From an optimization exercise on the open Yosys and OpenROAD flow, aimed at small area, a short achievable clock period and few clock cycles; shortcuts taken in it are not production practice.
Only simulation tests tie the RTL to the original design; equivalence was not proved.

==> flow/design.v (excerpt) <==
module stats_reducer (
    input  wire         clk,
    input  wire         rst,           
    input  wire         in_valid,
    output wire         in_ready,
    input  wire         in_commit,     
    input  wire [39:0]  in_word,
    input  wire [31:0]  in_idx,        
    input  wire [31:0]  in_tick,       
    input  wire         cfg_en,        
    input  wire         cfg_align,     
    input  wire         cfg_tap,       
    input  wire [8:0]   cfg_ch,        
    input  wire [23:0]  cfg_w_m1,      
    output wire         out_valid,
    input  wire         out_ready,
    output wire [359:0] out_pkt
);
    localparam IW = 1 + 32 + 32 + 38;
    wire [3:0] in_mtype  = in_word[31:28];
    wire       in_closer = (in_mtype == 4'h8 && in_word[12:11] == 2'b00) ||
                           (in_mtype == 4'h3 && in_word[27] && in_word[17:16] != 2'b10);
    wire       in_excl   = in_word[37] | in_word[36] | in_word[35];
  ...
export LEC_CHECK = 0
export ABC_CLOCK_PERIOD_IN_PS = 4000
export CAP_MARGIN = 20
export CORE_MARGIN = 2
export CORE_UTILIZATION = 40
export PLACE_DENSITY = 0.6
export SLEW_MARGIN = 20
create_clock -name core_clock -period 13.5 [get_ports {clk}]
standard.sh (not shown) runs the stock make flow with config.mk's settings and CLKGATE_MAP_FILE= SYNTH_SCRIPT=/design/flow/synth_recipe.tcl, a recipe that flattens the netlist after the stock synthesis.
==> flow/flow/run.sh <==
#!/bin/bash
# Own layout flow: the standard synthesis unchanged, then the standard layout
# steps with timing repair aimed at a larger setup margin, so that the period
# the layout achieves is shorter than the clock period. Each step's output is
# kept in a log file of its own in this folder.
set -euo pipefail
MARGIN=$(cat flow/margin.txt)
bash standard.sh synth > synth.log 2>&1
bash standard.sh SETUP_SLACK_MARGIN=$MARGIN finish > layout.log 2>&1
==> flow/flow/margin.txt <==
8
Testbench counts at the start, summed over its fixed seeds: cycles 299,069.
Rerun with:
--- a/flow/design.v
+++ b/flow/design.v
@@ -1083,46 +1083,55 @@
     wire [30:0]   hi       = {base, rb[K-1:1]};
     wire          lo_ones  = &rb[K-1:1];
     wire [30:0]   hi_inc   = lo_ones ? {base_inc, {(K-1){1'b0}}}
                                      : {base, rb[K-1:1] + 1'b1};
     wire          b0       = rb[0];
     wire          hi_ones  = &hi;
     wire          last     = (cnt == NC - 1);
     wire [31:0] s1     = n2[32:1];
     wire [31:0] s1_abs = s1[31] ? (~s1 + 32'd1) : s1;
     wire [57:0] mabs   = n2[57] ? ~n2 : n2;
+    wire        lowmag = (mx[31] || mx[31:15] == 17'd0) &&
+                         (!mn[31] || (&mn[31:15] && mn[14:0] != 15'd0));
     always @(posedge clk) begin
         if (rst) begin
             busy <= 1'b0;
             done <= 1'b0;
         end else if (load) begin
             busy    <= 1'b1;
             done    <= (used[24:1] == 24'd0);
             cnt     <= 5'd0;
             o_short <= short_;
             o_tap   <= tap;
             o_ch    <= ch;
             o_tick  <= tick;
             o_pos   <= pos;
             o_ovr   <= ovr;
             o_mn    <= mn;
             o_mx    <= mx;
             o_fl    <= fl;
-            m_rem   <= mabs[57:32];
             m_neg   <= n2[57];
-            r_rem   <= {31'd0, q[87:62]};
-            r_y     <= q[61:0];
+            if (lowmag) begin
+                cnt   <= 5'd8;
+                m_rem <= mabs[41:16];
+                r_rem <= {27'd0, q[59:30]};
+                r_y   <= {q[29:0], 32'd0};
+            end else begin
+                m_rem <= mabs[57:32];
+                r_rem <= {31'd0, q[87:62]};
+                r_y   <= q[61:0];
+            end
             r_t     <= {34'd0, used};
             r_n     <= used;
             r_n3    <= {2'b00, used} + {1'b0, used, 1'b0};
             if (used[24:1] != 24'd0) begin
-                m_x   <= mabs[31:0];
+                m_x   <= lowmag ? {mabs[15:0], 16'd0} : mabs[31:0];
                 r_r   <= 32'd0;
                 o_sat <= 1'b0;
             end else if (used[0]) begin
                 m_x   <= s1;
                 r_r   <= (s1 == 32'h8000_0000) ? 32'h7FFF_FFFF : s1_abs;
                 o_sat <= (s1 == 32'h8000_0000);
             end else begin
                 m_x   <= 32'd0;
                 r_r   <= 32'd0;
                 o_sat <= 1'b0;
Result: The changed run finished with timing, DRC and antenna clean; synthesized area grows by 1.1%; cell count grows by 1.8%; utilization shrinks by 0.49 points; global-route usage grows by 1.1 points; count of clock-buffer cells in the layout shrinks by 25; cell area barely changes; sequential share of layout area is about the same; register-to-register slack gets worse by 0.06 ns; via count grows by 2.0%; worst setup slack gets worse by 0.062 ns.
Testbench counts after the change, summed over its fixed seeds: cycles 281,670.

========
Another version of the RTL of stats_reducer (not shown whole).
Size: ~510 I/O pins, about 110,000 µm² of cells after synthesis.
clock: 13.5 ns
lec_check: 0
abc_clock_period_in_ps: 4000
cap_margin: 20
core_margin: 2
core_utilization: 55
place_density: 0.7
slew_margin: 20
Scripts as last shown in full above: flow/flow/run.sh, flow/flow/margin.txt
Testbench counts at the start, summed over its fixed seeds: cycles 278,964.
Edit:
--- a/flow/design.v
+++ b/flow/design.v
@@ -1299,14 +1299,12 @@
     reg [8:0]  c_ch;
     reg [24:0] c_w;                     
     wire [33:0] w34 = {9'd0, c_w};
     reg               w_open;           
     reg               w_pend;           
     reg               w_short;          
-    reg        [8:0]  p_ch;             
-    reg               p_tap;
     reg        [33:0] w_end;            
     reg        [33:0] w_endw;           
     reg        [24:0] w_pos, w_used, w_ovr;
     reg signed [31:0] w_mn, w_mx;
     reg signed [57:0] w_n2;             
     reg        [87:0] w_q;              
@@ -1337,13 +1335,13 @@
     wire [87:0] qy    = {(w_q[86:0] & qa[86:0]) | (w_q[86:0] & qb[86:0]) | (qa[86:0] & qb[86:0]), 1'b0};
     wire [87:0] q_tot;
     wire        q_co;
     stats_add #(.W(88)) u_qadd (.a(qx), .b(qy), .ci(1'b0), .s(q_tot), .co(q_co));
     stats_engine u_eng (
         .clk(clk), .rst(rst), .load(xfer), .free(eng_free), .idle(eng_idle),
-        .short_(xfer_short), .ch(w_pend ? p_ch : c_ch), .tap(w_pend ? p_tap : c_tap),
+        .short_(xfer_short), .ch(c_ch), .tap(c_tap),
         .tick(w_tick), .pos(w_pos), .used(w_used), .ovr(w_ovr),
         .mn(w_mn), .mx(w_mx), .fl(w_fl), .n2(w_n2), .q(q_tot),
         .out_valid(out_valid), .out_ready(out_ready), .out_pkt(out_pkt)
     );
     wire gt_end  = i34 >  w_end;
     wire ge_end  = i34 >= w_end;
@@ -1368,22 +1366,21 @@
         set_rec = 1'b0; clr_rec = 1'b0;
         cfg_ld = 1'b0; s_begin = 1'b0; s_step = 1'b0; d_begin = 1'b0;
         xfer = w_pend && eng_free;
         xfer_short = w_short;
         if (i_valid) begin
             if (it_cm) begin
-                accept = 1'b1;
                 if (w_open) begin
                     if (eng_idle) begin
-                        xfer = 1'b1; xfer_short = 1'b1;
-                    end else begin
-                        to_pend = 1'b1; pend_short = 1'b1;
+                        xfer = 1'b1; xfer_short = 1'b1; accept = 1'b1;
                     end
+                end else begin
+                    accept = !w_pend || eng_idle;
                 end
-                cfg_ld  = 1'b1;
-                clr_rec = 1'b1;
+                cfg_ld  = accept;
+                clr_rec = accept;
             end else if (!c_en) begin
                 accept = 1'b1;
             end else if (it_mrk) begin
                 accept = 1'b1;
                 if (it_close && w_open) begin
                     to_pend = 1'b1; pend_short = 1'b1;
@@ -1396,21 +1393,21 @@
                     end else begin
                         to_pend = 1'b1;
                     end
                 end
                 if (w_open && !cl_before) begin
                     add = 1'b1;
-                end else if (hit) begin
-                    if (w_free || (cl_before && eng_idle)) begin
+                end else if (w_free || (cl_before && eng_idle)) begin
+                    if (hit) begin
                         add = 1'b1; fresh = 1'b1;
+                    end else if (srch) begin
+                        s_step = 1'b1;
+                    end else if (!dv_busy) begin
+                        if (rec_e) s_begin = 1'b1;
+                        else       d_begin = 1'b1;
                     end
-                end else if (srch) begin
-                    s_step = 1'b1;
-                end else if (!dv_busy) begin
-                    if (rec_e) s_begin = 1'b1;
-                    else       d_begin = 1'b1;
                 end
                 accept = add;
             end else begin
                 if (w_open) begin
                     add = 1'b1;
                 end else if (w_free) begin
@@ -1446,16 +1443,12 @@
             dv_busy   <= 1'b0;
             dv_start  <= 1'b0;
             w_q       <= 88'd0;
             sqa       <= 64'd0;
             sqb       <= 64'd0;
         end else begin
-            if (!w_pend || xfer) begin
-                p_ch  <= c_ch;
-                p_tap <= c_tap;
-            end
             if (cfg_ld) begin
                 c_en    <= i_item[35];
                 c_align <= i_item[34];
                 c_tap   <= i_item[33];
                 c_ch    <= i_item[32:24];
                 c_w     <= {1'b0, i_item[23:0]} + 25'd1;
Effect: The changed run finished clean; die area rose slightly; non-clock buffer count drops by 59; final area fell slightly; final cell count grows slightly; maximum frequency rose by a few percent; routed wire length is higher slightly.
Testbench counts after the change, summed over its fixed seeds: cycles 281,670.

static timing again, ports no longer ideal:
The flow's constraints put no driver on any port. The routed layouts listed below were extracted and timed again, unchanged, in two steps. Step 1 sets driving cells, clkbuf_16 on the clock port and buf_2 on the other inputs (assumed; they add their load-dependent delay and slew). Step 2 adds t to the input delays and takes it off the output delays; t is the mean of the earliest and latest rising clock arrival at the registers after step 1. Input paths then give back, and output paths get back, about the clock's delay inside the block. Slacks: ideal / step 1 / step 2; pairs: ideal / step 1.
run | t (ns) | slack for setup (ns) | hold WS [ns] | worst slew at a driven data input, ns | cell pins on the clock port's net
the first run of note 1 | 0.927 | 7.041 / 7.041 / 7.041 | 0.330 / 0.330 / 0.330 | 0.09 | 1
the second run of note 1 | 0.934 | 6.979 / 6.979 / 6.979 | 0.415 / 0.415 / 0.415 | 0.26 | 1
the first run of note 2 | 0.941 | 7.628 / 7.628 / 7.609 | 0.414 / 0.414 / 0.414 | 0.08 | 1
the second run of note 2 | 0.932 | 7.888 / 7.888 / 7.109 | 0.398 / 0.398 / 0.398 | 0.09 | 1
After both steps setup and hold are still met in every run listed. For the second run of note 2, which loses most, drivers alone change the setup slack by 0.000 ns; drivers and shift together by -0.779 ns.
